What follows belongs to an exercise in optimizing a design on an open flow for small area, a short achievable clock period and few clock cycles; a production flow would make more cautious choices.
RTL that was checked went through simulation tests only; none was proved equivalent to the original.
The RTL of runs 1, 2 and 5 was laid out without a check of its function.
Power figures rest on the tool's default switching activity, not on a simulated workload.

==> flow/design.v <==
module qsc_encoder (
    input  wire        clk,
    input  wire        rst,
    input  wire        cmd_valid,
    output wire        cmd_ready,
    input  wire [5:0]  cmd_width_m1,
    input  wire [5:0]  cmd_lines_m1,
    input  wire        cmd_hist_reset,
    input  wire        in_valid,
    output wire        in_ready,
    input  wire [7:0]  in_pix,
    output wire        out_valid,
    input  wire        out_ready,
    output wire [7:0]  out_data,
    output wire        done,
    output wire [14:0] nbytes
);
    integer i;
    reg adv;            
    reg in_rdy;
    reg cmd_rdy;
    reg        active;
    reg [5:0]  cur_w, cur_l;
    reg        cur_hr;
    reg [5:0]  j, ln;
    wire last_j  = (j == cur_w);
    wire last_l  = (ln == cur_l);
    wire cmd_acc = cmd_valid && cmd_rdy;
    wire take    = in_valid && in_rdy;
    wire blk_out = take && last_j && last_l;      
    assign cmd_ready = cmd_rdy;
    assign in_ready  = in_rdy;
    wire active_nx = cmd_acc || (active && !blk_out);
    always @(posedge clk) begin
        if (rst) begin
            active <= 1'b0;
            j      <= 6'd0;
            ln     <= 6'd0;
        end else begin
            active <= active_nx;
            if (cmd_acc) begin
                cur_w  <= cmd_width_m1;
                cur_l  <= cmd_lines_m1;
                cur_hr <= cmd_hist_reset;
            end
            if (take) begin
                j  <= last_j ? 6'd0 : j + 6'd1;
                if (last_j) ln <= last_l ? 6'd0 : ln + 6'd1;
            end
        end
    end
    reg        v0;
    reg [7:0]  x0;
    reg        f0_first, f0_last, f0_end, f0_hrf, f0_z;
    always @(posedge clk) begin
        if (rst)      v0 <= 1'b0;
        else if (adv) v0 <= take;
        if (adv) begin
            x0       <= in_pix;
            f0_first <= (j == 6'd0);
            f0_last  <= last_j;
            f0_end   <= last_j && last_l;
            f0_hrf   <= cur_hr && (j == 6'd0) && (ln == 6'd0);
            f0_z     <= cur_hr && (ln == 6'd0);
        end
    end
    reg [7:0]  lb [0:61];
    reg [7:0]  bn_reg, b_reg, last_pix;
    wire [5:0] wi  = ~cur_w;                    
    wire       w1  = (cur_w == 6'd0);
    wire       w2  = (cur_w == 6'd1);
    wire [7:0] tap = lb[6'd61 - {3'd0, wi[2:0]}];
    wire       sh  = v0 && adv;
    always @(posedge clk) begin
        if (sh) begin
            lb[0] <= x0;
            for (i = 1; i < 62; i = i + 1)
                lb[i] <= ((i % 8) == 0 && wi[5:3] == (i / 8)) ? x0 : lb[i-1];
            bn_reg <= w2 ? x0 : tap;
            b_reg  <= w1 ? x0 : bn_reg;
        end
    end
    function [1:0] qz;
        input [7:0] d;
        begin
            if (d == 8'd0)       qz = 2'd0;
            else if (d <= 8'd3)  qz = 2'd1;
            else if (d <= 8'd15) qz = 2'd2;
            else                 qz = 2'd3;
        end
    endfunction
    function [7:0] absdiff;
        input [7:0] x;
        input [7:0] y;
        begin
            absdiff = (x > y) ? (x - y) : (y - x);
        end
    endfunction
    wire [7:0] bz  = f0_z ? 8'd0 : b_reg;
    wire [7:0] bnz = f0_z ? 8'd0 : (w1 ? x0 : bn_reg);
    wire [7:0] na = x0, nb = bnz, nc = bz;
    wire [7:0] nmx = (na > nb) ? na : nb;
    wire [7:0] nmn = (na > nb) ? nb : na;
    wire [7:0] npred = (nc >= nmx) ? nmn : (nc <= nmn) ? nmx : (na + nb - nc);
    wire [3:0] nctx  = {qz(absdiff(nb, nc)), qz(absdiff(na, nc))};
    wire       nflat = (na == nb) && (nb == nc);
    reg  [7:0] pred_n;
    reg  [3:0] ctx_n;
    reg        flat_n;
    always @(posedge clk) begin
        if (rst) begin
            ctx_n  <= 4'd0;
            flat_n <= 1'b1;
        end else if (sh) begin
            ctx_n  <= f0_last ? 4'd0 : nctx;
            flat_n <= f0_last || nflat;
        end
        if (sh) begin
            last_pix <= x0;
            pred_n   <= npred;
        end
    end
    wire [7:0] pred  = f0_first ? bz : pred_n;
    wire [7:0] e     = x0 - pred;
    wire [7:0] m_cur = {e[6:0] ^ {7{e[7]}}, e[7]};
    wire       match = x0 == (f0_first ? bz : last_pix);
    reg [13:0] sa [0:15];
    reg [5:0]  sn [0:15];
    reg [15:0] sv;
    reg        v1;
    reg [7:0]  m1;
    reg [3:0]  ctx1;
    reg [13:0] a1;
    reg [5:0]  n1;
    reg        flat1, match1;
    reg        f1_last, f1_end, f1_hrf;
    wire        regv;             
    wire [13:0] a_new;
    wire [5:0]  n_new;
    wire        fwd = v1 && regv && (ctx_n == ctx1);
    always @(posedge clk) begin
        if (rst)      v1 <= 1'b0;
        else if (adv) v1 <= v0;
        if (adv) begin
            m1      <= m_cur;
            ctx1    <= ctx_n;
            flat1   <= flat_n;
            match1  <= match;
            f1_last <= f0_last;
            f1_end  <= f0_end;
            f1_hrf  <= f0_hrf;
            if (f0_hrf) begin
                a1 <= 14'd4;
                n1 <= 6'd1;
            end else if (fwd) begin
                a1 <= a_new;
                n1 <= n_new;
            end else if (sv[ctx_n]) begin
                a1 <= sa[ctx_n];
                n1 <= sn[ctx_n];
            end else begin
                a1 <= 14'd4;
                n1 <= 6'd1;
            end
        end
    end
    function [2:0] jtab;
        input [4:0] r;
        begin
            case (r)
                5'd0,  5'd1,  5'd2,  5'd3:  jtab = 3'd0;
                5'd4,  5'd5,  5'd6,  5'd7:  jtab = 3'd1;
                5'd8,  5'd9,  5'd10, 5'd11: jtab = 3'd2;
                5'd12, 5'd13, 5'd14, 5'd15: jtab = 3'd3;
                5'd16, 5'd17:               jtab = 3'd4;
                5'd18, 5'd19:               jtab = 3'd5;
                5'd20, 5'd21:               jtab = 3'd6;
                default:                    jtab = 3'd7;    
            endcase
        end
    endfunction
    reg [4:0]  ri;
    reg [2:0]  jri;           
    reg [6:0]  cnt;           
    reg        run_cont;      
    wire       inrun  = run_cont || flat1;
    wire [4:0] ri_cur = f1_hrf ? 5'd0 : ri;
    wire [2:0] jr     = f1_hrf ? 3'd0 : jri;
    wire [6:0] cnt1   = cnt + 7'd1;
    wire [6:0] cmask  = ~(7'h7f << jr);         
    wire       hit    = (cnt == cmask);
    wire [4:0] ri_up  = (ri_cur == 5'd31) ? ri_cur : ri_cur + 5'd1;
    wire [4:0] ri_dn  = (ri_cur == 5'd0) ? ri_cur : ri_cur - 5'd1;
    wire       r_one  = inrun && match1 && (hit || f1_last);
    wire       r_zero = inrun && !match1;
    wire [6:0] cnt_sh = cnt << (3'd7 - jr);
    assign     regv   = !(inrun && match1);
    always @(posedge clk) begin
        if (rst) begin
            run_cont <= 1'b0;
            cnt      <= 7'd0;
        end else if (adv && v1) begin
            if (inrun && match1) begin
                if (hit) begin
                    ri  <= ri_up;
                    jri <= jtab(ri_up);
                    cnt <= 7'd0;
                end else begin
                    ri  <= ri_cur;
                    jri <= jr;
                    cnt <= f1_last ? 7'd0 : cnt1;
                end
                run_cont <= !f1_last;
            end else if (inrun) begin
                ri       <= ri_dn;
                jri      <= jtab(ri_dn);
                cnt      <= 7'd0;
                run_cont <= 1'b0;
            end else begin
                run_cont <= 1'b0;
            end
        end
    end
    wire [13:0] a_add = a1 + {6'd0, m1};
    assign a_new = (n1 == 6'd63) ? {1'b0, a_add[13:1]} : a_add;
    assign n_new = (n1 == 6'd63) ? 6'd32 : n1 + 6'd1;
    wire   s_upd = adv && v1 && regv;
    always @(posedge clk) begin
        if (adv && v0 && f0_hrf) sv <= 16'd0;
        else if (s_upd)          sv[ctx1] <= 1'b1;
        for (i = 0; i < 16; i = i + 1) begin
            if (s_upd && ctx1 == i) begin
                sa[i] <= a_new;
                sn[i] <= n_new;
            end
        end
    end
    reg [6:0] ge;
    integer kk;
    always @(*)
        for (kk = 0; kk < 7; kk = kk + 1)
            ge[kk] = (({8'd0, n1} << kk) >= a1);
    wire [7:0] koh = {~ge[6], ge[6:1] & ~ge[5:0], ge[0]};
    wire [2:0] k_cur = {|koh[7:4], |{koh[7:6], koh[3:2]}, |{koh[7], koh[5], koh[3], koh[1]}};
    reg  [7:0] q_cur;
    always @(*) begin
        q_cur = 8'd0;
        for (kk = 0; kk < 8; kk = kk + 1)
            q_cur = q_cur | ({8{koh[kk]}} & (m1 >> kk));
    end
    wire esc = (koh[0] && m1 >= 8'd23) || (koh[1] && m1 >= 8'd46) ||
               (koh[2] && m1 >= 8'd92) || (koh[3] && m1 >= 8'd184);
    reg        v2;
    reg [7:0]  m2;
    reg [2:0]  k2;
    reg [4:0]  q2;
    reg        esc2, regv2, end2;
    reg [7:0]  runf2;
    reg [3:0]  runl2;
    always @(posedge clk) begin
        if (rst)      v2 <= 1'b0;
        else if (adv) v2 <= v1;
        if (adv) begin
            m2    <= m1;
            k2    <= k_cur;
            q2    <= esc ? 5'd23 : q_cur[4:0];
            esc2  <= esc;
            regv2 <= regv;
            end2  <= f1_end;
            runf2 <= r_one ? 8'h80 : r_zero ? {1'b0, cnt_sh} : 8'h00;
            runl2 <= r_one ? 4'd1 : r_zero ? ({1'b0, jr} + 4'd1) : 4'd0;
        end
    end
    wire [7:0]  m_sh   = m2 << (4'd8 - {1'b0, k2});
    wire [8:0]  regf   = !regv2 ? 9'd0 : esc2 ? {1'b1, m2} : {1'b1, m_sh};
    wire [4:0]  off    = {1'b0, runl2} + q2;
    wire [5:0]  reglen = esc2 ? 6'd32 : ({1'b0, q2} + {3'd0, k2} + 6'd1);
    wire [39:0] code   = {runf2, 32'd0} | ({regf, 31'd0} >> off);
    reg        v3;
    reg [39:0] code3;
    reg [5:0]  len3;
    reg        end3;
    always @(posedge clk) begin
        if (rst)      v3 <= 1'b0;
        else if (adv) v3 <= v2;
        if (adv) begin
            code3 <= code;
            len3  <= {2'b0, runl2} + (regv2 ? reglen : 6'd0);
            end3  <= end2;
        end
    end
    reg [55:0] obuf;
    reg [5:0]  fill;
    reg        closing;
    reg        done_r;
    reg        ov;
    reg [14:0] nbc;
    wire        can_ins = (fill < 6'd16) && !closing;
    wire        ins     = v3 && can_ins;
    wire [55:0] insv    = {code3, 16'd0} >> fill[3:0];
    wire [5:0]  fsum    = fill + len3;
    wire [5:0]  fpad    = end3 ? ((fsum + 6'd7) & 6'b111000) : fsum;
    wire [55:0] obuf_i  = ins ? (obuf | insv) : obuf;
    wire [5:0]  fill_i  = ins ? fpad : fill;
    wire        byte_hs = ov && out_ready;
    wire [5:0]  fill_nx = byte_hs ? fill_i - 6'd8 : fill_i;
    wire        last_b  = closing && (fill == 6'd8);
    wire        clos_nx = (last_b && byte_hs) ? 1'b0 : (ins && end3) ? 1'b1 : closing;
    wire        v3_nx   = adv ? v2 : v3;
    wire        adv_nx  = !(v3_nx && !((fill_nx < 6'd16) && !clos_nx));
    wire [14:0] nbc_inc = nbc + 15'd1;
    assign out_valid = ov;
    assign out_data  = obuf[55:48];
    assign done      = done_r;
    assign nbytes    = nbc;
    always @(posedge clk) begin
        if (rst) begin
            obuf    <= 56'd0;
            fill    <= 6'd0;
            closing <= 1'b0;
            done_r  <= 1'b0;
            ov      <= 1'b0;
            nbc     <= 15'd0;
            adv     <= 1'b1;
            in_rdy  <= 1'b0;
            cmd_rdy <= 1'b1;
        end else begin
            obuf    <= byte_hs ? {obuf_i[47:0], 8'd0} : obuf_i;
            fill    <= fill_nx;
            ov      <= (fill_nx >= 6'd8);
            done_r  <= last_b && byte_hs;
            closing <= clos_nx;
            nbc     <= done_r ? 15'd0 : byte_hs ? nbc_inc : nbc;
            adv     <= adv_nx;
            in_rdy  <= active_nx && adv_nx;
            cmd_rdy <= !active_nx;
        end
    end
endmodule
==> flow/run.sh <==
#!/bin/bash
# synth_recipe.tcl (not shown) runs the flow's synth.tcl, then flattens the netlist and writes it again
# the make line also repeats each setting of config.mk as NAME=value (left out here)
make -C /OpenROAD-flow-scripts/flow DESIGN_CONFIG=/design/flow/config.mk WORK_HOME=/design/flow/orfs CLKGATE_MAP_FILE= SYNTH_SCRIPT=/design/flow/synth_recipe.tcl finish
==> flow/config.mk <==
export PLATFORM = sky130hd
export DESIGN_NAME = qsc_encoder
export DESIGN_NICKNAME = qsc_encoder
export VERILOG_FILES = /design/flow/design.v
export SDC_FILE = /design/flow/constraint.sdc
export NUM_CORES = 4
export LEC_CHECK = 0
export CAP_MARGIN = 20
export CORE_MARGIN = 2
export CORE_UTILIZATION = 40
export CTS_BUF_LIST = sky130_fd_sc_hd__clkbuf_16
export CTS_CLUSTER_DIAMETER = 100
export CTS_CLUSTER_SIZE = 30
export SLEW_MARGIN = 20
==> flow/constraint.sdc <==
create_clock -name core_clock -period 12.0 [get_ports {clk}]
set_input_delay 2.4000 -clock core_clock [delete_from_list [all_inputs] [get_ports {clk}]]
set_output_delay 2.4000 -clock core_clock [all_outputs]
set_load 0.01 [all_outputs]
==> results of run 1 <==
-- metal layers --
layer  vias up  global-route usage, %
met5         -                      0
met4         0                  3.847
met3       131                  1.869
met2       728                  28.27
met1     14666                  24.76
li1      13791                      -
-- through the flow --
stage | power, mW | setup WS, ns
after floorplan | 6.601 | 1.371
after global placement | 7.238 | 5.497
after detailed placement | 7.261 | 5.509
after CTS | 9.186 | 5.453
after global routing | 9.600 | 5.094
final | 9.130 | 5.405
-- cells by family after synthesis --
| logic type | Yosys count | share of synthesized area, % |
|---|---|---|
| DFF | 1117 | 65.28 |
| and+or+nand+nor | 899 | 8.914 |
| AOI/OAI and AO/OA | 757 | 10.44 |
| buffers and inverters | 306 | 2.572 |
| muxes | 258 | 6.160 |
| adders and majority gates | 177 | 4.739 |
| xor gates and xnor gates | 107 | 1.896 |
-- final timing paths --
kind                                       endpoint  depth (start not counted)
worst min register to register  lb[13][2]$_DFFE_PP_                          0
worst max-delay path            pred_n[0]$_DFFE_PP_                         24
worst max register to register  pred_n[0]$_DFFE_PP_                         24
worst min-delay path            lb[13][2]$_DFFE_PP_                          0
-- cell usage after synthesis (8+ instances only) --
cell type	n	share of area [%]
buf_2	37	0.37
nand2_1	175	1.3
a221oi_1	46	0.82
mux2_2	65	1.5
nor2b_1	34	0.43
buf_1	18	0.14
a22o_1	32	0.57
or3_1	18	0.23
dfxtp_1	128	5.2
o22ai_1	29	0.37
a21o_1	41	0.62
nor2_1	282	2.1
or2_2	8	0.10
o21ai_0	129	1.3
clkbuf_1	113	0.86
a31oi_1	22	0.28
nand4_1	43	0.54
a21oi_1	157	1.6
mux2i_1	162	3.3
a211o_1	8	0.14
nor3_1	83	0.84
fa_1	17	0.69
nor4_1	41	0.52
o21a_1	18	0.27
and2_1	27	0.34
o21bai_1	8	0.12
nand2b_1	28	0.35
nor3b_1	10	0.15
nand3b_1	21	0.32
a22oi_1	104	1.6
and3_1	25	0.32
xor2_1	50	0.89
nand3_1	72	0.73
edfxtp_1	989	60
buf_4	12	0.18
xnor2_1	57	1.0
a211oi_1	53	0.81
inv_1	118	0.90
mux4_2	30	1.4
o211ai_1	24	0.36
ha_1	160	4.1
-- cell type report --
| cell class | count | share of cell area [%] |
|---|---|---|
| Inverter | 123 | 0.8742 |
| Multi-Input combinational cell | 2198 | 30.24 |
| Clock buffer | 46 | 2.162 |
| Sequential cell | 1117 | 60.61 |
| Tap cell | 1625 | 3.819 |
| Clock inverter | 22 | 0.4300 |
| Timing Repair Buffer | 113 | 1.866 |
-- power by group --
| group | internal (mW) | switching (mW) | total (mW) |
|---|---|---|---|
| combinational | 0.881 | 1.43 | 2.31 |
| clock | 0.736 | 1.21 | 1.94 |
| sequential | 4.68 | 0.208 | 4.88 |
| total | 6.29 | 2.84 | 9.13 |
-- worst register-to-register path, stage by stage (launching register included) --
cell	delay, ns
edfxtp_1	0.38
buf_4	0.31
nor2_1	0.50
nand2_1	0.57
nor2_1	0.23
a21oi_1	0.08
nor2_1	0.37
inv_1	0.24
ha_1	0.35
nor2b_1	0.13
o21a_1	0.11
o21ai_0	0.07
a211o_1	0.28
a21oi_2	0.12
buf_4	0.29
mux2i_1	0.29
ha_1	0.28
nand2b_1	0.14
a21o_1	0.18
a21o_1	0.19
a21o_1	0.18
a21o_1	0.17
a21oi_1	0.14
o21ai_1	0.38
mux2_2	0.42
==> metrics.yaml, run 1 <==
outcome: "no timing/DRC/antenna violations"
ys_ff_latch: 1117
placed_area_um2: 51830
max-slew-margin-rel_pct: 25.92
crit_family: "simple AND/OR/NAND/NOR gates"
drcViolationCount: 0
grt_antenna_before_repair: 1
path_cells: "buf_4 > nor2_1 > nand2_1 > nor2_1 > a21oi_1 > nor2_1 > inv_1 > ha_1 > nor2b_1 > o21a_1 > o21ai_0 > a211o_1 > a21oi_2 > buf_4 > mux2i_1 > ha_1 > nand2b_1 > a21o_1 > a21o_1 > a21o_1 > a21o_1 > a21oi_1 > o21ai_1 > mux2_2"
hold_slack_ns: 0.3853
crit_path_start_kind: "register"
cp_num_buf_inv: 3
ant_nets: 0
grt.total_usage_pct: 17.25
ys_warn_count: 4
rrSetupSlack_ns: 5.40
final_cell_mix: "989 x edfxtp_1, 270 x nor2_1, 174 x nand2_1, 162 x mux2i_1, 160 x ha_1"
die_x_um: 355.5
viasPerCell: 5.590
dieHeight_um: 355.5
powerDensity_nw_per_um2: 171.5
drtIter0Drc: 2934
hp-class: "reg -> reg"
slew_violations: 0
finalWirelength_um: 111600
ctsHoldBuffers: 0
clockRootBuffer: "clkbuf_16"
routed.top_layer: "met4"
min-delay-start: "lb[12][2]$_DFFE_PP_"
wire_per_inst_um: 21.28
grt_pass1_vias: 27838
ctsResizeCount: 0
top_register: "lb"
dr.pass1.iters: 6
nets: 3802
timing.fmax_ghz: 0.1516
clk_latency_ns: 0.69
wl_met2_um: 53200
clock_path_buffers: 3
finalSetupViolCount: 0
antennaDiodeCount: 0
cp-startpoint: "cur_w[0]$_DFFE_PP_"
synth_edf_count: 989
post_cts.repair.setup_buffers: 0
crit_top_cell: "a21o_1"
grt_pass1_wl_um: 169800
syn_inst: 3621
dieArea_um2: 126400
vias: 29316
multi_input_area_um2: 16100
path_class: "reg -> reg"
boundaryPins: 53
ys.flop_type: "edfxtp_1"
fp.coreArea_um2: 122200
setup_tns_ns: 0
areaGrowthSynthToFinish_pct: 7.734
cts.sinks: 1117
period_needed_ns: 6.595
endpoint_kind: "register"
clk_pin_slew_worst_paths_ns: 0.12
dp_hpwl_um: 70110
h-tree-depth: 2
worst_pin_slew_ns: 1.107
rsz0062_at_grt: "no"
ys_types: 97
post-route-cell-area_um2: 53240
initial_core_util_pct: 40.44
leakage_nw: 17.94
reg.largest.list: "lb x488, sa x224, sn x96"
peakVddDrop_mv: 0.1360
rows: 128
timing.rr.start: "cur_w[0]$_DFFE_PP_"
finalNonFillerCells: 5244
cp_max_fo: 48
gr-total-overflow: 0
drive_gt1_share_pct: 7.958
syn_nets: 3824
placed_cells: 5176
cp.arrival_ns: 7.05
port_buffers: 52
postSynth.asyncResetShare_pct: 0
cts_tree: "done"
finClkSkew_ns: 0.06804
avgSynthCellArea_um2: 13.65
cap_violations: 0
utilization_pct: 43.57
hold_viol: 0
layout_commonest_cell: "edfxtp_1"
fillers: 11044
required_ns: 12.45
grt_max_degree: 174
critPathSlowestCell: "nand2_1"
wl_met1_um: 51000
cts_buffers: 46
gp_congestion: 0.8565
register_area_um2: 32270
max_stage_delay_ns: 0.57
ys_seq_area_share_pct: 65.28
finalCritPeriodShare_pct: 54.96
syn-cell-area_um2: 49420
met3RoutedLength_um: 5155
largest_reg_flops: 488
==> inputs of run 2 (changes only) <==
==> flow/flow/run.sh (new file) <==
#!/bin/bash
# The standard layout, with repair_timing asked for more setup slack than the
# period needs, so that it sizes the paths for a shorter achieved period.
bash standard.sh SETUP_SLACK_MARGIN=8.0 finish > standard.log 2>&1
==> flow/standard.sh (new file) <==
#!/bin/bash
# synth_recipe.tcl (not shown) runs the flow's synth.tcl, then flattens the netlist and writes it again
# the make line also repeats each setting of config.mk as NAME=value (left out here)
make -C /OpenROAD-flow-scripts/flow DESIGN_CONFIG=/design/flow/config.mk WORK_HOME=/design/flow/orfs CLKGATE_MAP_FILE= SYNTH_SCRIPT=/design/flow/synth_recipe.tcl "${@:-finish}"
removed: flow/run.sh
==> metrics.yaml, run 2 <==
outcome: "no timing/DRC/antenna violations"
critPathSlowestCell: "edfxtp_1"
powerDensity_nw_per_um2: 169.2
path_class: "reg -> reg"
ctsHoldBuffers: 0
dieArea_um2: 126400
reg.largest.list: "lb x488, sa x224, sn x96"
slew_violations: 0
gp_congestion: 0.8407
cts_buffers: 45
timing.fmax_ghz: 0.2140
postSynth.asyncResetShare_pct: 0
p_comb_share_pct: 25.8
drcViolationCount: 0
crit_top_cell: "a21o_1"
grt_max_degree: 179
antennaDiodeCount: 0
grt.total_usage_pct: 17.69
finalWirelength_um: 114300
clk_latency_ns: 0.70
vias: 29444
nets: 3868
switchingPower_mw: 2.840
hold_viol: 0
finalSetupViolCount: 0
endpoint_kind: "register"
gr-total-overflow: 0
grt_pass1_wl_um: 174100
period_needed_ns: 4.674
ys.flop_type: "edfxtp_1"
final_cell_mix: "989 x edfxtp_1, 253 x nor2_1, 171 x nand2_1, 159 x mux2i_1, 153 x ha_1"
internal_power_mw: 6.339
synth_area_leaders: "edfxtp_1 60%, dfxtp_1 5.2%, ha_1 4.1%, mux2i_1 3.3%, nor2_1 2.1%"
cp_max_fo: 6
finalNonFillerCells: 5315
finClkSkew_ns: 0.04611
cp_num_buf_inv: 4
seq_power_share_pct: 53.2
syn_nets: 3824
synth_area_leader_cell: "edfxtp_1"
setup_tns_ns: 0
avgSynthCellArea_um2: 13.65
clk_pin_slew_worst_paths_ns: 0.11
max_stage_delay_ns: 0.45
synthXorXnorAreaFrac_pct: 1.896
synthMuxAreaShare_pct: 6.160
boundaryPins: 53
crit_path_start_kind: "register"
h-tree-depth: 2
worst_pin_slew_ns: 1.086
dp_hpwl_um: 70560
ys_top_cells_by_count: "989 x edfxtp_1, 282 x nor2_1, 175 x nand2_1"
viasPerCell: 5.540
synth_top_area_share_pct: 60.09
synth_top_family_by_area: "compound AO/OA/AOI/OAI gates"
ant_nets: 0
dr.pass1.iters: 5
synth_fa_ha_area_share_pct: 4.739
required_ns: 12.41
port_buffers: 52
synthSimpleGateAreaFrac_pct: 8.914
leakage_nw: 18.52
dieHeight_um: 355.5
grt_antenna_before_repair: 3
wire_per_inst_um: 21.50
synth.most_common_cell: "edfxtp_1"
switching_share_pct: 30.95
drtIter0Drc: 2754
cts.sinks: 1117
top_register: "lb"
die_x_um: 355.5
initial_core_util_pct: 40.44
clock_path_buffers: 3
synth_compound_area_share_pct: 10.44
syn_inst: 3621
ys_warn_count: 4
cp.arrival_ns: 5.08
cap_violations: 0
clkPwrFrac_pct: 21.0
clockRootBuffer: "clkbuf_16"
max-slew-margin-rel_pct: 27.32
crit_family: "compound AO/OA/AOI/OAI gates"
total_power_mw: 9.179
layout_commonest_cell: "edfxtp_1"
largest_reg_flops: 488
ys_seq_area_share_pct: 65.28
rsz0062_at_grt: "yes"
finalCritPeriodShare_pct: 38.95
rows: 128
fp.coreArea_um2: 122200
peakVddDrop_mv: 0.1293
grt_pass1_vias: 28587
synth_edf_count: 989
ys_ff_latch: 1117
drive_gt1_share_pct: 11.36
placed_cells: 5172
areaGrowthSynthToFinish_pct: 9.795
hp-class: "reg -> reg"
syn-cell-area_um2: 49420
ys_types: 97
cts_tree: "done"
run 2: logic make-up after synthesis:
| group | Yosys count |
|---|---|
| adders and majority gates | 177 |
| xor gates and xnor gates | 107 |
| DFF | 1117 |
| AOI/OAI and AO/OA | 757 |
| buffers and inverters | 306 |
| muxes | 258 |
| and+or+nand+nor | 899 |
run 2: final timing paths:
path                        from             endpoint  slack [ns]  depth (start not counted)
max           cur_w[3]$_DFFE_PP_  pred_n[5]$_DFFE_PP_        7.33                         25
max reg2reg   cur_w[3]$_DFFE_PP_  pred_n[5]$_DFFE_PP_        7.33                         25
min          lb[14][0]$_DFFE_PP_  lb[15][0]$_DFFE_PP_        0.39                          0
min reg2reg  lb[14][0]$_DFFE_PP_  lb[15][0]$_DFFE_PP_        0.39                          0
run 2: metal layers:
| metal | GRT usage (%) | up-vias | part of all wire [%] |
|---|---|---|---|
| met5 | 0 | - | 0 |
| met2 | 29.15 | 698 | 48 |
| met4 | 3.983 | 0 | 2.0 |
| li1 | - | 13951 | - |
| met3 | 1.777 | 117 | 4.8 |
| met1 | 25.33 | 14678 | 46 |
run 2: power by group through the flow:
stage | combinational, mW | sequential [mW] | clock, mW
after global placement | 2.27 | 4.97 | 0
after floorplan | 1.72 | 4.89 | 0
after detailed placement | 2.29 | 4.98 | 0
after global routing | 2.64 | 4.91 | 2.11
after CTS | 2.34 | 4.88 | 1.99
final | 2.37 | 4.88 | 1.93
run 2: worst reg2reg max path: cells and delay by family, from the launching register on:
kind	cells	cell delay (ns)
buf+inv	4	0.53
mux	2	0.37
flops	1	0.45
compound gates	11	1.67
simple gates	6	0.92
fa+ha+maj	2	0.51
run 2: stage by stage:
| stage | cell area [um2] | util (%) | setup WS, ns | hold slack [ns] |
|---|---|---|---|---|
| after detailed placement | 51900 | 42.48 | 6.252 | 0.4045 |
| after global routing | 54260 | 44.41 | 7.183 | 0.3943 |
| final | 54260 | 44.41 | 7.326 | 0.3865 |
| after global placement | 51900 | 42.47 | 6.312 | 0.4003 |
| after floorplan | 49550 | - | 2.670 | 0.4003 |
| after CTS | 53820 | 44.05 | 7.341 | 0.3823 |
run 2: timing repair:
item / 4_1_cts / 5_1_grt
hold endpoints to repair: 0 / 0
setup endpoints to repair: 55 / 20
pin swaps: 18 / 7
cloned: 4 / 2
resized for setup: 83 / 31
buffers inserted: 34 / 31
run 2: final cells by class:
cell class / count / area [um2]
inverters: 123 / 469.2
multi-input cells: 2199 / 16450
fillers: 10896 / 67940
well taps: 1625 / 2033
repair buffers: 179 / 1658
flip-flops and latches: 1117 / 32280
clock inverters: 27 / 245.2
clock buffers: 45 / 1126
==> inputs of run 3 (changes only) <==
--- a/flow/design.v
+++ b/flow/design.v
@@ -80,30 +80,38 @@
             b_reg  <= w1 ? x0 : bn_reg;
         end
     end
-    function [1:0] qz;
-        input [7:0] d;
-        begin
-            if (d == 8'd0)       qz = 2'd0;
-            else if (d <= 8'd3)  qz = 2'd1;
-            else if (d <= 8'd15) qz = 2'd2;
-            else                 qz = 2'd3;
-        end
-    endfunction
-    function [7:0] absdiff;
-        input [7:0] x;
-        input [7:0] y;
+    wire [7:0] bz  = f0_z ? 8'd0 : b_reg;
+    wire [7:0] bnz = f0_z ? 8'd0 : bn_reg;
+    wire [7:0] na = x0, nb = bnz, nc = bz;
+    wire [8:0] d_bc = {1'b0, nb} - {1'b0, nc};
+    wire [8:0] d_ac = {1'b0, na} - {1'b0, nc};
+    wire [8:0] d_ab = {1'b0, na} - {1'b0, nb};
+    wire       z_bc = (nb == nc);
+    wire       z_ac = (na == nc);
+    wire       gab  = !d_ab[8] && !(na == nb);       
+    wire       cgea = d_ac[8] || z_ac;               
+    wire       cgeb = d_bc[8] || z_bc;               
+    wire       clea = !d_ac[8];                      
+    wire       cleb = !d_bc[8];                      
+    wire [7:0] p_ab = na + nb - nc;
+    reg  [7:0] npred;
+    always @(*) begin
+        if (cgea && cgeb)      npred = gab ? nb : na;    
+        else if (clea && cleb) npred = gab ? na : nb;    
+        else                   npred = p_ab;
+    end
+    function [1:0] qzd;
+        input [8:0] d;
+        input       z;
         begin
-            absdiff = (x > y) ? (x - y) : (y - x);
+            if (z)                                                        qzd = 2'd0;
+            else if (d[8:2] == 7'd0 || (d[8:2] == 7'h7f && d[1:0] != 2'd0)) qzd = 2'd1;
+            else if (d[8:4] == 5'd0 || (d[8:4] == 5'h1f && d[3:0] != 4'd0)) qzd = 2'd2;
+            else                                                          qzd = 2'd3;
         end
     endfunction
-    wire [7:0] bz  = f0_z ? 8'd0 : b_reg;
-    wire [7:0] bnz = f0_z ? 8'd0 : (w1 ? x0 : bn_reg);
-    wire [7:0] na = x0, nb = bnz, nc = bz;
-    wire [7:0] nmx = (na > nb) ? na : nb;
-    wire [7:0] nmn = (na > nb) ? nb : na;
-    wire [7:0] npred = (nc >= nmx) ? nmn : (nc <= nmn) ? nmx : (na + nb - nc);
-    wire [3:0] nctx  = {qz(absdiff(nb, nc)), qz(absdiff(na, nc))};
-    wire       nflat = (na == nb) && (nb == nc);
+    wire [3:0] nctx  = {qzd(d_bc, z_bc), qzd(d_ac, z_ac)};
+    wire       nflat = z_bc && z_ac;
     reg  [7:0] pred_n;
     reg  [3:0] ctx_n;
     reg        flat_n;
@@ -250,73 +258,75 @@
     end
     wire esc = (koh[0] && m1 >= 8'd23) || (koh[1] && m1 >= 8'd46) ||
                (koh[2] && m1 >= 8'd92) || (koh[3] && m1 >= 8'd184);
+    reg  [7:0] m_sh;
+    always @(*) begin
+        m_sh = 8'd0;
+        for (kk = 0; kk < 8; kk = kk + 1)
+            m_sh = m_sh | ({8{koh[kk]}} & (m1 << (8 - kk)));
+    end
     reg        v2;
-    reg [7:0]  m2;
-    reg [2:0]  k2;
-    reg [4:0]  q2;
-    reg        esc2, regv2, end2;
     reg [7:0]  runf2;
     reg [3:0]  runl2;
+    reg [4:0]  q2;
+    reg [8:0]  fld2;
+    reg [3:0]  flen2;
+    reg        end2;
     always @(posedge clk) begin
         if (rst)      v2 <= 1'b0;
         else if (adv) v2 <= v1;
         if (adv) begin
-            m2    <= m1;
-            k2    <= k_cur;
-            q2    <= esc ? 5'd23 : q_cur[4:0];
-            esc2  <= esc;
-            regv2 <= regv;
-            end2  <= f1_end;
             runf2 <= r_one ? 8'h80 : r_zero ? {1'b0, cnt_sh} : 8'h00;
             runl2 <= r_one ? 4'd1 : r_zero ? ({1'b0, jr} + 4'd1) : 4'd0;
+            q2    <= !regv ? 5'd0 : esc ? 5'd23 : q_cur[4:0];
+            fld2  <= !regv ? 9'd0 : esc ? {1'b1, m1} : {1'b1, m_sh};
+            flen2 <= !regv ? 4'd0 : esc ? 4'd9 : ({1'b0, k_cur} + 4'd1);
+            end2  <= f1_end;
         end
     end
-    wire [7:0]  m_sh   = m2 << (4'd8 - {1'b0, k2});
-    wire [8:0]  regf   = !regv2 ? 9'd0 : esc2 ? {1'b1, m2} : {1'b1, m_sh};
-    wire [4:0]  off    = {1'b0, runl2} + q2;
-    wire [5:0]  reglen = esc2 ? 6'd32 : ({1'b0, q2} + {3'd0, k2} + 6'd1);
-    wire [39:0] code   = {runf2, 32'd0} | ({regf, 31'd0} >> off);
-    reg        v3;
-    reg [39:0] code3;
-    reg [5:0]  len3;
-    reg        end3;
-    always @(posedge clk) begin
-        if (rst)      v3 <= 1'b0;
-        else if (adv) v3 <= v2;
-        if (adv) begin
-            code3 <= code;
-            len3  <= {2'b0, runl2} + (regv2 ? reglen : 6'd0);
-            end3  <= end2;
-        end
-    end
-    reg [55:0] obuf;
+    reg [23:0] obuf;
     reg [5:0]  fill;
+    reg        pend;
+    reg [8:0]  pfld;
+    reg [3:0]  pflen;
+    reg        pend_end;
     reg        closing;
     reg        done_r;
     reg        ov;
     reg [14:0] nbc;
-    wire        can_ins = (fill < 6'd16) && !closing;
-    wire        ins     = v3 && can_ins;
-    wire [55:0] insv    = {code3, 16'd0} >> fill[3:0];
-    wire [5:0]  fsum    = fill + len3;
-    wire [5:0]  fpad    = end3 ? ((fsum + 6'd7) & 6'b111000) : fsum;
-    wire [55:0] obuf_i  = ins ? (obuf | insv) : obuf;
-    wire [5:0]  fill_i  = ins ? fpad : fill;
+    wire        can_acc = (fill < 6'd16) && !pend && !closing;
+    wire        take_c  = v2 && can_acc;
+    wire [5:0]  pz      = fill + {2'b0, runl2} + {1'b0, q2};    
+    wire [8:0]  f_src   = pend ? pfld : fld2;
+    wire [3:0]  f_len   = pend ? pflen : flen2;
+    wire [5:0]  f_pos   = pend ? fill : pz;
+    wire [6:0]  f_end   = {1'b0, f_pos} + {3'b0, f_len};
+    wire        f_fits  = (f_end <= 7'd24);
+    wire        f_ins   = (take_c || pend) && f_fits;
+    wire [23:0] ins_r   = take_c ? ({runf2, 16'd0} >> fill[3:0]) : 24'd0;
+    wire [23:0] ins_f   = f_ins ? ({f_src, 15'd0} >> f_pos[4:0]) : 24'd0;
+    wire        cmpl    = take_c ? f_fits : (pend && f_fits);    
+    wire        c_end   = pend ? pend_end : end2;
+    wire [5:0]  fsum    = f_fits ? f_end[5:0] : f_pos;
+    wire [5:0]  fpad    = (cmpl && c_end) ? ((fsum + 6'd7) & 6'b111000) : fsum;
+    wire [5:0]  fill_i  = (take_c || pend) ? fpad : fill;
+    wire [23:0] obuf_i  = obuf | ins_r | ins_f;
     wire        byte_hs = ov && out_ready;
     wire [5:0]  fill_nx = byte_hs ? fill_i - 6'd8 : fill_i;
+    wire        pend_nx = (take_c || pend) && !f_fits;
     wire        last_b  = closing && (fill == 6'd8);
-    wire        clos_nx = (last_b && byte_hs) ? 1'b0 : (ins && end3) ? 1'b1 : closing;
-    wire        v3_nx   = adv ? v2 : v3;
-    wire        adv_nx  = !(v3_nx && !((fill_nx < 6'd16) && !clos_nx));
+    wire        clos_nx = (last_b && byte_hs) ? 1'b0 : (cmpl && c_end) ? 1'b1 : closing;
+    wire        v2_nx   = adv ? v1 : v2;
+    wire        adv_nx  = !(v2_nx && !((fill_nx < 6'd16) && !pend_nx && !clos_nx));
     wire [14:0] nbc_inc = nbc + 15'd1;
     assign out_valid = ov;
-    assign out_data  = obuf[55:48];
+    assign out_data  = obuf[23:16];
     assign done      = done_r;
     assign nbytes    = nbc;
     always @(posedge clk) begin
         if (rst) begin
-            obuf    <= 56'd0;
+            obuf    <= 24'd0;
             fill    <= 6'd0;
+            pend    <= 1'b0;
             closing <= 1'b0;
             done_r  <= 1'b0;
             ov      <= 1'b0;
@@ -325,8 +335,9 @@
             in_rdy  <= 1'b0;
             cmd_rdy <= 1'b1;
         end else begin
-            obuf    <= byte_hs ? {obuf_i[47:0], 8'd0} : obuf_i;
+            obuf    <= byte_hs ? {obuf_i[15:0], 8'd0} : obuf_i;
             fill    <= fill_nx;
+            pend    <= pend_nx;
             ov      <= (fill_nx >= 6'd8);
             done_r  <= last_b && byte_hs;
             closing <= clos_nx;
@@ -335,5 +346,10 @@
             in_rdy  <= active_nx && adv_nx;
             cmd_rdy <= !active_nx;
         end
+        if (take_c) begin
+            pfld     <= fld2;
+            pflen    <= flen2;
+            pend_end <= end2;
+        end
     end
 endmodule
==> flow/run.sh (new file) <==
#!/bin/bash
# synth_recipe.tcl (not shown) runs the flow's synth.tcl, then flattens the netlist and writes it again
# the make line also repeats each setting of config.mk as NAME=value (left out here)
make -C /OpenROAD-flow-scripts/flow DESIGN_CONFIG=/design/flow/config.mk WORK_HOME=/design/flow/orfs CLKGATE_MAP_FILE= SYNTH_SCRIPT=/design/flow/synth_recipe.tcl finish
removed: flow/flow/run.sh
removed: flow/standard.sh
==> metrics.yaml, run 3 <==
routed.top_layer: "met5"
dp_hpwl_um: 63970
clk_pin_slew_worst_paths_ns: 0.11
viasPerCell: 5.545
finalNonFillerCells: 4721
avgSynthCellArea_um2: 14.04
initial_core_util_pct: 40.38
final_cell_mix: "956 x edfxtp_1, 203 x nand2_1, 192 x nor2_1, 142 x o21ai_0, 138 x a21oi_1"
cp.arrival_ns: 6.80
finClkSkew_ns: 0.04707
largest_reg_flops: 488
nets: 3368
path_class: "reg -> reg"
antennaDiodeCount: 0
slew_violations: 0
synth_area_leaders: "edfxtp_1 64%, dfxtp_1 4.3%, ha_1 3.4%, mux2i_1 1.9%, mux2_2 1.7%"
timing.fmax_ghz: 0.1595
drive_gt1_share_pct: 8.166
ctsHoldBuffers: 0
reg.largest.list: "lb x488, sa x224, sn x96"
p_comb_share_pct: 30.4
ys_seq_area_share_pct: 68.50
synth_top_area_share_pct: 64.16
placed_cells: 4642
grt_max_degree: 185
synth_area_leader_cell: "edfxtp_1"
finalWirelength_um: 102400
syn_inst: 3188
gp_congestion: 0.8653
clk_latency_ns: 0.67
drcViolationCount: 0
cts.sinks: 1053
ys_top_cells_by_count: "956 x edfxtp_1, 203 x nand2_1, 200 x nor2_1"
post_cts.repair.setup_buffers: 0
postSynth.asyncResetShare_pct: 0
switching_share_pct: 33.78
vias: 26176
grt_antenna_before_repair: 1
layout_commonest_cell: "edfxtp_1"
boundaryPins: 53
clkPwrFrac_pct: 20.2
worst_pin_slew_ns: 1.086
h-tree-depth: 2
finalSetupViolCount: 0
ctsResizeCount: 0
seq_power_share_pct: 49.3
finalCritPeriodShare_pct: 52.24
rsz0062_at_grt: "no"
cap_violations: 0
met3RoutedLength_um: 5344
cts_tree: "done"
grt_pass1_vias: 25201
dieArea_um2: 114600
cts_buffers: 45
wl_met1_um: 46730
switchingPower_mw: 3.166
leakage_nw: 16.24
ys_warn_count: 4
crit_path_start_kind: "register"
max-slew-margin-rel_pct: 27.62
grt_pass1_wl_um: 156100
clockRootBuffer: "clkbuf_16"
syn_nets: 3354
wire_per_inst_um: 21.70
period_needed_ns: 6.269
port_buffers: 52
dieHeight_um: 338.5
fillers: 10093
syn-cell-area_um2: 44750
gr-total-overflow: 0
peakVddDrop_mv: 0.1447
hold_viol: 0
dr.pass1.iters: 7
ys_ff_latch: 1053
total_power_mw: 9.373
endpoint_kind: "register"
ant_nets: 0
synth.most_common_cell: "edfxtp_1"
outcome: "no timing/DRC/antenna violations"
cp_max_fo: 17
setup_tns_ns: 0
drtIter0Drc: 2723
rows: 122
ys.flop_type: "edfxtp_1"
areaGrowthSynthToFinish_pct: 8.604
die_x_um: 338.5
fp.coreArea_um2: 110800
internal_power_mw: 6.207
powerDensity_nw_per_um2: 192.9
wl_met2_um: 47810
top_register: "lb"
required_ns: 12.53
synth_edf_count: 956
clock_path_buffers: 3
hp-class: "reg -> reg"
grt.total_usage_pct: 17.51
ys_types: 85
[run 3: changes by cell type after synthesis, sizes merged, moves of 31 or more]
cell,change
nor3,-35
edfxtp,-33
buf,-40
nor2,-80
ha,-37
dfxtp,-31
mux2i,-78
[run 3: worst max-delay path, cell delays in order, from the launching register on]
cell and delay [ns]:
dfxtp_1 0.64, inv_2 0.19, fa_1 0.52, inv_1 0.04
ha_1 0.22, fa_1 0.42, mux2i_1 0.66, inv_2 0.32
ha_1 0.41, xor2_1 0.18, or3_1 0.41, a311oi_1 0.27
mux2_2 0.24, a21o_1 0.24, a31oi_1 0.11, o31a_1 0.32
ha_1 0.30, a221o_1 0.36, o211ai_1 0.19, a21oi_1 0.10
[run 3: logic make-up after synthesis]
| family | after synthesis | share of synthesized area (%) |
|---|---|---|
| adders and majority gates | 140 | 4.200 |
| AOI/OAI and AO/OA | 694 | 10.54 |
| muxes | 160 | 3.943 |
| buffers and inverters | 260 | 2.287 |
| and+or+nand+nor | 772 | 8.405 |
| xor gates and xnor gates | 109 | 2.133 |
| DFF | 1053 | 68.50 |
[run 3: worst paths after layout]
| kind | to | cells past startpoint | from | slack, ns |
|---|---|---|---|---|
| max | in_rdy$_SDFF_PP0_ | 19 | fill[1]$_SDFF_PP0_ | 5.73 |
| max reg2reg | in_rdy$_SDFF_PP0_ | 19 | fill[1]$_SDFF_PP0_ | 5.73 |
| min | lb[37][7]$_DFFE_PP_ | 0 | lb[36][7]$_DFFE_PP_ | 0.40 |
| min reg2reg | lb[37][7]$_DFFE_PP_ | 0 | lb[36][7]$_DFFE_PP_ | 0.40 |
[run 3: cell type report]
class	instances	area, um2	area share [%]
Sequential cell	1053	30650	63.08
Multi-Input combinational cell	1875	13210	27.18
Tap cell	1488	1862	3.831
Clock buffer	46	1151	2.369
Timing Repair Buffer	116	1026	2.111
Inverter	111	420.4	0.8651
Clock inverter	32	276.5	0.5690
[run 3: power by group through the flow]
stage | combinational, mW | sequential [mW] | clock (mW)
floorplan | 2.10 | 4.61 | 0
global placement | 2.79 | 4.71 | 0
detailed placement | 2.81 | 4.71 | 0
CTS | 2.83 | 4.63 | 1.96
global route | 3.16 | 4.65 | 2.07
finish | 2.85 | 4.62 | 1.89
[run 3: metal layers]
metal  up-vias  GRT usage, %
li1      12228             -
met4         2         4.778
met3       126         2.221
met2       703         28.16
met1     13117         25.08
met5         -             0
[run 3: metrics by stage]
| stage | area [um2] | utilization [%] | hold WS [ns] | setup WS [ns] |
|---|---|---|---|---|
| after floorplan | 44750 | - | 0.4003 | 1.855 |
| after global placement | 47140 | 42.54 | 0.4006 | 5.897 |
| after detailed placement | 47160 | 42.55 | 0.4045 | 5.755 |
| final | 48600 | 43.85 | 0.4034 | 5.731 |
| after global routing | 48600 | 43.85 | 0.4046 | 5.380 |
| after CTS | 48580 | 43.84 | 0.4013 | 5.723 |
Testbench counts of run 3, summed over its fixed seeds: cycles 139,132.
==> inputs of run 4 (changes only) <==
==> flow/flow/run.sh (new file) <==
#!/bin/bash
# The standard layout, with repair_timing asked for more setup slack than the
# period needs, so that it sizes the paths for a shorter achieved period.
bash standard.sh SETUP_SLACK_MARGIN=8.0 finish > standard.log 2>&1
==> flow/standard.sh (new file) <==
#!/bin/bash
# synth_recipe.tcl (not shown) runs the flow's synth.tcl, then flattens the netlist and writes it again
# the make line also repeats each setting of config.mk as NAME=value (left out here)
make -C /OpenROAD-flow-scripts/flow DESIGN_CONFIG=/design/flow/config.mk WORK_HOME=/design/flow/orfs CLKGATE_MAP_FILE= SYNTH_SCRIPT=/design/flow/synth_recipe.tcl "${@:-finish}"
removed: flow/run.sh
==> metrics.yaml, run 4 <==
hp-class: "reg -> reg"
die_x_um: 338.5
dieArea_um2: 114600
fp.coreArea_um2: 110800
h-tree-depth: 2
viasPerCell: 5.535
final_cell_mix: "956 x edfxtp_1, 199 x nand2_1, 189 x nor2_1, 139 x o21ai_0, 135 x a21oi_1"
ys_types: 85
cp.arrival_ns: 5.14
rows: 122
dieHeight_um: 338.5
synth_area_leader_cell: "edfxtp_1"
crit_path_start_kind: "register"
wire_per_inst_um: 21.84
grt_antenna_before_repair: 5
areaGrowthSynthToFinish_pct: 9.890
cts.sinks: 1053
dp_hpwl_um: 63800
clock_path_buffers: 3
drtIter0Drc: 2787
setup_tns_ns: 0
post-route-cell-area_um2: 49170
boundaryPins: 53
max-slew-margin-rel_pct: 18.45
synth_area_leaders: "edfxtp_1 64%, dfxtp_1 4.3%, ha_1 3.4%, mux2i_1 1.9%, mux2_2 1.7%"
fillers: 10013
outcome: "no timing/DRC/antenna violations"
layout_commonest_cell: "edfxtp_1"
peakVddDrop_mv: 0.1754
antennaDiodeCount: 0
avgSynthCellArea_um2: 14.04
synth.most_common_cell: "edfxtp_1"
finalCritPeriodShare_pct: 38.27
ys_ff_latch: 1053
hold_slack_ns: 0.3920
clockRootBuffer: "clkbuf_16"
worst_pin_slew_ns: 1.223
grt.total_usage_pct: 17.53
syn-cell-area_um2: 44750
cp_max_fo: 5
period_needed_ns: 4.592
syn_nets: 3354
port_buffers: 52
leakage_nw: 16.59
ant_nets: 0
drive_gt1_share_pct: 11.09
largest_reg_flops: 488
finalSetupViolCount: 0
cap_violations: 0
powerDensity_nw_per_um2: 201.0
synth_top_area_share_pct: 64.16
slew_violations: 0
utilization_pct: 44.37
drcViolationCount: 0
vias: 26295
finClkSkew_ns: 0.05419
timing.fmax_ghz: 0.2177
ys.flop_type: "edfxtp_1"
hold_viol: 0
cts_tree: "done"
worstHoldPathCells: 0
grt_max_degree: 189
gr-total-overflow: 0
grt_pass1_vias: 25153
placed_area_um2: 47170
finalWirelength_um: 103700
cts_buffers: 44
ctsHoldBuffers: 0
dr.pass1.iters: 6
reg.largest.list: "lb x488, sa x224, sn x96"
ys_seq_area_share_pct: 68.50
gp_congestion: 0.8322
rsz0062_at_grt: "yes"
path_class: "reg -> reg"
ys_warn_count: 4
syn_inst: 3188
postSynth.asyncResetShare_pct: 0
grt_pass1_wl_um: 155800
endpoint_kind: "register"
clk_latency_ns: 0.67
reg2regPathDepth: 19
top_register: "lb"
required_ns: 12.55
clk_pin_slew_worst_paths_ns: 0.12
nets: 3396
initial_core_util_pct: 40.38
synth_edf_count: 956
ys_top_cells_by_count: "956 x edfxtp_1, 203 x nand2_1, 200 x nor2_1"
==> run 4: cell counts after synthesis <==
No cell type changed its count.
==> run 4: routing by layer <==
layer  wire [um]  track usage (%)  share of wire [%]  up-vias
met5          55                0              0.053        -
met4        2471            4.574                2.4        8
met3        5582            2.142                5.4      123
met2       48360            27.95                 47      695
met1       47280            25.45                 46    13188
li1            -                -                  -    12281
==> run 4: final timing paths <==
| kind | start | endpoint | slack, ns |
|---|---|---|---|
| worst max-delay path | q2[1]$_SDFFCE_PP0P_ | in_rdy$_SDFF_PP0_ | 7.41 |
| worst min register to register | lb[57][7]$_DFFE_PP_ | lb[58][7]$_DFFE_PP_ | 0.39 |
| worst max register to register | q2[1]$_SDFFCE_PP0P_ | in_rdy$_SDFF_PP0_ | 7.41 |
| worst min-delay path | lb[57][7]$_DFFE_PP_ | lb[58][7]$_DFFE_PP_ | 0.39 |
==> run 4: metrics by stage <==
stage | instances | total power [mW] | setup WS [ns]
6_report | 4751 | 9.881 | 7.408
5_1_grt | 4751 | 10.40 | 7.302
4_1_cts | 4731 | 9.703 | 7.349
3_5_place_dp | 4637 | 7.527 | 6.138
3_3_place_gp | 4637 | 7.504 | 6.274
2_1_floorplan | 3188 | 6.789 | 3.014
==> run 4: area by class of cell <==
| class | instances | area [um2] | area share, % |
|---|---|---|---|
| clock inverters | 34 | 315.3 | 0.6412 |
| flip-flops and latches | 1053 | 30690 | 62.41 |
| clock buffers | 45 | 1126 | 2.290 |
| repair buffers | 145 | 1224 | 2.489 |
| inverters | 111 | 439.2 | 0.8931 |
| multi-input cells | 1875 | 13520 | 27.49 |
| well taps | 1488 | 1862 | 3.786 |
==> run 4: where the power goes <==
part           switching (mW)  total (mW)  internal (mW)
sequential              0.197        4.63           4.43
combinational            1.96        3.34           1.39
clock                    1.15        1.91          0.763
total                    3.30        9.88           6.58
==> run 4: repair_timing <==
action | in CTS | in global routing
resized for setup | 76 | 28
endpoints found under the setup margin | 185 | 67
setup buffers | 15 | 19
pin swaps | 24 | 16
==> run 4: critical path: stages (launching register included) <==
cell	delay, ns
edfxtp_1	0.36
inv_2	0.04
fa_1	0.55
inv_2	0.05
ha_4	0.16
fa_2	0.43
mux2i_4	0.22
inv_4	0.06
ha_4	0.27
xor2_2	0.15
or3_4	0.38
a311oi_2	0.28
mux2_4	0.20
a21o_4	0.13
a31oi_4	0.07
o31a_1	0.34
ha_4	0.23
a221o_1	0.35
o211ai_1	0.14
a21oi_1	0.09
==> run 4: logic make-up (layout without fill, tap and decap cells) <==
kind of cell | after synthesis | after routing | share of synthesized area, %
compound gates | 694 | 694 | 10.54
xor+xnor | 109 | 109 | 2.133
fa+ha+maj | 140 | 140 | 4.200
buf+inv | 260 | 335 | 2.287
flops | 1053 | 1053 | 68.50
mux | 160 | 160 | 3.943
simple gates | 772 | 772 | 8.405
==> inputs of run 5 (changes only) <==
--- a/flow/design.v
+++ b/flow/design.v
@@ -296,11 +296,14 @@
     wire        can_acc = (fill < 6'd16) && !pend && !closing;
     wire        take_c  = v2 && can_acc;
     wire [5:0]  pz      = fill + {2'b0, runl2} + {1'b0, q2};    
+    wire [6:0]  fe_t    = {1'b0, fill} + {3'b0, runl2} + {2'b0, q2} + {3'b0, flen2};
+    wire [6:0]  fe_p    = {1'b0, fill} + {3'b0, pflen};
+    wire        fits_t  = (fe_t <= 7'd24);
+    wire        fits_p  = (fe_p <= 7'd24);
     wire [8:0]  f_src   = pend ? pfld : fld2;
-    wire [3:0]  f_len   = pend ? pflen : flen2;
     wire [5:0]  f_pos   = pend ? fill : pz;
-    wire [6:0]  f_end   = {1'b0, f_pos} + {3'b0, f_len};
-    wire        f_fits  = (f_end <= 7'd24);
+    wire [6:0]  f_end   = pend ? fe_p : fe_t;
+    wire        f_fits  = pend ? fits_p : fits_t;
     wire        f_ins   = (take_c || pend) && f_fits;
     wire [23:0] ins_r   = take_c ? ({runf2, 16'd0} >> fill[3:0]) : 24'd0;
     wire [23:0] ins_f   = f_ins ? ({f_src, 15'd0} >> f_pos[4:0]) : 24'd0;
@@ -316,7 +319,24 @@
     wire        last_b  = closing && (fill == 6'd8);
     wire        clos_nx = (last_b && byte_hs) ? 1'b0 : (cmpl && c_end) ? 1'b1 : closing;
     wire        v2_nx   = adv ? v1 : v2;
-    wire        adv_nx  = !(v2_nx && !((fill_nx < 6'd16) && !pend_nx && !clos_nx));
+    wire        acc_0   = take_c ? (fits_t && !end2 && fe_t < 7'd16) :
+                          pend   ? (fits_p && !pend_end && fe_p < 7'd16) :
+                                   (fill < 6'd16 && !closing);
+    wire        acc_1h  = take_c ? (fits_t && !end2 && fe_t < 7'd24) :
+                          pend   ? (fits_p && !pend_end && fe_p < 7'd24) :
+                                   (fill < 6'd24 && !(closing && !last_b));
+    wire        acc_1   = ov ? acc_1h : acc_0;
+    wire        adv_0   = !(v2_nx && !acc_0);
+    wire        adv_1   = !(v2_nx && !acc_1);
+    wire        adv_nx  = out_ready ? adv_1 : adv_0;
+    wire        act_0   = cmd_acc || active;
+    wire        act_1   = cmd_acc || (active && !(in_rdy && last_j && last_l));
+    wire        act_nx  = in_valid ? act_1 : act_0;
+    wire        rdy_00  = act_0 && adv_0;
+    wire        rdy_01  = act_0 && adv_1;
+    wire        rdy_10  = act_1 && adv_0;
+    wire        rdy_11  = act_1 && adv_1;
+    wire        rdy_nx  = in_valid ? (out_ready ? rdy_11 : rdy_10) : (out_ready ? rdy_01 : rdy_00);
     wire [14:0] nbc_inc = nbc + 15'd1;
     assign out_valid = ov;
     assign out_data  = obuf[23:16];
@@ -343,8 +363,8 @@
             closing <= clos_nx;
             nbc     <= done_r ? 15'd0 : byte_hs ? nbc_inc : nbc;
             adv     <= adv_nx;
-            in_rdy  <= active_nx && adv_nx;
-            cmd_rdy <= !active_nx;
+            in_rdy  <= rdy_nx;
+            cmd_rdy <= !act_nx;
         end
         if (take_c) begin
             pfld     <= fld2;
==> flow/flow/run.sh (replaced) <==
#!/bin/bash
# The standard layout, with two changes to how it is made:
#  - the port buffers are buf_4 cells instead of the resizer's default choice
#    (a slow delay buffer);
#  - repair_timing is asked for more setup slack than the period needs, so
#    that it sizes the paths for a shorter achieved period.
# The clock period and all constraints are the design's own.
bash standard.sh "BUFFER_PORTS_ARGS=-buffer_cell sky130_fd_sc_hd__buf_4" SETUP_SLACK_MARGIN=8.3 finish > standard.log 2>&1
==> metrics.yaml, run 5 <==
gp_congestion: 0.8781
drtIter0Drc: 3099
place_ws_ns: 7.513
rsz0062_at_grt: "yes"
final_cell_mix: "956 x edfxtp_1, 177 x nor2_1, 169 x nand2_1, 149 x buf_4, 134 x a21oi_1"
rows: 123
postSynth.asyncResetShare_pct: 0
finalCritPeriodShare_pct: 36.54
port_buffers: 52
max-slew-margin-rel_pct: 21.99
dieHeight_um: 340.4
leakage_nw: 16.79
ys_top_cells_by_count: "956 x edfxtp_1, 195 x nor2_1, 172 x nand2_1"
ys_types: 84
areaGrowthSynthToFinish_pct: 10.57
dr.pass1.iters: 5
syn_nets: 3402
top_register: "lb"
endpoint_kind: "register"
ys_ff_latch: 1053
fp.coreArea_um2: 112300
cp_max_fo: 4
nets: 3473
synth_area_leaders: "edfxtp_1 63%, dfxtp_1 4.3%, ha_1 3.6%, a22oi_1 2.1%, mux2i_1 1.8%"
ys_seq_area_share_pct: 67.69
synth_area_leader_cell: "edfxtp_1"
cts_tree: "done"
ys_warn_count: 4
hold_viol: 0
synth.most_common_cell: "edfxtp_1"
finalWirelength_um: 110500
timing.fmax_ghz: 0.2281
avgSynthCellArea_um2: 14.06
antennaDiodeCount: 0
required_ns: 12.61
synth_top_area_share_pct: 63.41
hp-class: "reg -> reg"
worst_pin_slew_ns: 1.170
outcome: "no timing/DRC/antenna violations"
gr-total-overflow: 0
ys.flop_type: "edfxtp_1"
cts_buffers: 43
drive_gt1_share_pct: 13.59
synth_edf_count: 956
period_needed_ns: 4.384
grt_antenna_before_repair: 3
utilization_pct: 44.56
fillers: 10071
post-route-cell-area_um2: 50060
worst_slack_ns: 7.616
ant_nets: 0
grt.total_usage_pct: 18.54
cap_violations: 0
largest_reg_flops: 488
syn_inst: 3220
clockRootBuffer: "clkbuf_16"
layout_commonest_cell: "edfxtp_1"
grt_pass1_wl_um: 165000
h-tree-depth: 2
vias: 27545
cts.sinks: 1053
peakVddDrop_mv: 0.1895
grt_max_degree: 196
dp_hpwl_um: 66480
placed_area_um2: 47760
clk_pin_slew_worst_paths_ns: 0.11
cp.arrival_ns: 5.00
ctsHoldBuffers: 0
powerDensity_nw_per_um2: 188.8
drcViolationCount: 0
clk_latency_ns: 0.69
slew_violations: 0
grt_pass1_vias: 25979
viasPerCell: 5.734
finClkSkew_ns: 0.05699
syn-cell-area_um2: 45280
setup_tns_ns: 0
boundaryPins: 53
path_class: "reg -> reg"
reg.largest.list: "lb x488, sa x224, sn x96"
crit_path_start_kind: "register"
finalSetupViolCount: 0
wire_per_inst_um: 22.99
die_x_um: 340.4
initial_core_util_pct: 40.30
clock_path_buffers: 3
rrSetupSlack_ns: 7.62
dieArea_um2: 115900
-- run 5: changes by cell type in the layout (fill, tap and decap cells not counted), sizes merged, moves of 8 or more --
cell | before | now
a21o | 13 | 22
a22oi | 103 | 125
buf | 93 | 165
clkdlybuf4s50 | 27 | 0
dlygate4sd2 | 24 | 0
fa | 17 | 25
ha | 123 | 131
mux2 | 70 | 54
nand2 | 203 | 172
nor3 | 49 | 60
o21ai | 151 | 129
o221ai | 3 | 15
o31ai | 6 | 14
-- run 5: kinds of logic after synthesis --
logic type | Yosys count | share of synthesized area (%)
XOR/XNOR | 102 | 1.973
multiplexers | 150 | 3.825
flip-flops | 1053 | 67.69
adder cells (fa/ha/maj) | 156 | 4.726
AO/OA/AOI/OAI | 724 | 11.02
AND/OR/NAND/NOR | 752 | 8.290
buffers and inverters | 283 | 2.471
-- run 5: cell type report --
cell class	count	area (um2)	share of cell area, %
Clock buffer	43	1076	2.149
Clock inverter	15	188.9	0.3774
Inverter	131	500.5	0.9997
Multi-Input combinational cell	1897	14410	28.79
Sequential cell	1053	30670	61.26
Tap cell	1500	1877	3.749
Timing Repair Buffer	165	1343	2.682
-- run 5: critical path: stages, from the launching register on --
cell	delay, ns
edfxtp_1	0.37
inv_2	0.05
fa_1	0.52
inv_1	0.05
fa_1	0.48
ha_2	0.20
inv_2	0.04
fa_2	0.36
nor2b_1	0.12
o21ai_1	0.11
o31a_1	0.38
a21oi_2	0.20
o221ai_4	0.13
and2_4	0.19
xor2_1	0.15
mux2i_1	0.19
ha_2	0.32
nand2_1	0.07
nor2_1	0.04
o21ai_0	0.07
o311ai_1	0.12
o211ai_1	0.18
-- run 5: worst paths after layout --
check	from	endpoint	depth (start not counted)
worst max-delay path	flen2[1]$_SDFFCE_PP0P_	ov$_SDFF_PP0_	21
worst max register to register	flen2[1]$_SDFFCE_PP0P_	ov$_SDFF_PP0_	21
worst min-delay path	lb[45][7]$_DFFE_PP_	lb[46][7]$_DFFE_PP_	0
worst min register to register	lb[45][7]$_DFFE_PP_	lb[46][7]$_DFFE_PP_	0
-- run 5: layer usage --
metal  global-route usage [%]  vias to the layer above  part of all wire [%]
met3                    2.960                      179                   7.0
met4                    5.314                        6                   2.8
met1                    27.29                    13813                    45
met2                    28.39                     1010                    45
met5                        0                        -                 0.033
li1                         -                    12537                     -
-- run 5: power breakdown --
| group | switching (mW) | total [mW] | internal, mW | leakage [nW] |
|---|---|---|---|---|
| sequential | 0.186 | 4.55 | 4.36 | 9.66 |
| combinational | 1.84 | 3.08 | 1.24 | 6.51 |
| clock | 1.13 | 1.83 | 0.702 | 0.628 |
| total | 3.15 | 9.45 | 6.31 | 16.8 |
-- run 5: repair_timing --
action                     in CTS  in global routing
gates cloned                    9                  4
pin swaps                      37                 28
gates resized for setup        61                 55
setup buffers                  17                 34
setup endpoints to repair     234                558
-- run 5: metrics by stage --
| step | hold slack, ns | cells | power [mW] |
|---|---|---|---|
| floorplan | 0.4003 | 3220 | 6.617 |
| global placement | 0.4003 | 4682 | 7.264 |
| detailed placement | 0.4045 | 4682 | 7.292 |
| CTS | 0.4161 | 4766 | 9.325 |
| global route | 0.4266 | 4804 | 9.920 |
| finish | 0.4183 | 4804 | 9.453 |

-- static timing again, ports no longer ideal --
In the flow no input, the clock included, has a driving cell. The finished layouts below were timed again as built, in two steps. Step 1: set_driving_cell puts a clkbuf_16 on clk and a buf_2 on each other input, an assumption about the parent block. Step 2 adds t to the input delays and takes it off the output delays; t is the mean of the earliest and latest rising clock arrival at the registers after step 1. Input paths then give back, and output paths get back, about the clock's delay inside the block. a / b / c = ideal / step 1 / step 2; a / b = the first two.
run | shift t [ns] | setup slack, ns | worst setup path at the end | worst register clock-pin slew, ns | worst data-port slew with drivers (ns)
run 1 | 0.730 | 5.405 / 5.405 / 5.405 | register to register | 0.12 / 0.12 | 0.04
run 2 | 0.748 | 7.326 / 7.326 / 7.326 | register to register | 0.12 / 0.12 | 0.05
run 3 | 0.710 | 5.731 / 5.731 / 5.731 | register to register | 0.12 / 0.12 | 0.14
run 4 | 0.713 | 7.408 / 7.408 / 7.408 | register to register | 0.12 / 0.12 | 0.10
run 5 | 0.725 | 7.616 / 7.616 / 7.616 | register to register | 0.12 / 0.12 | 0.12
After both steps every run listed still meets setup and hold.
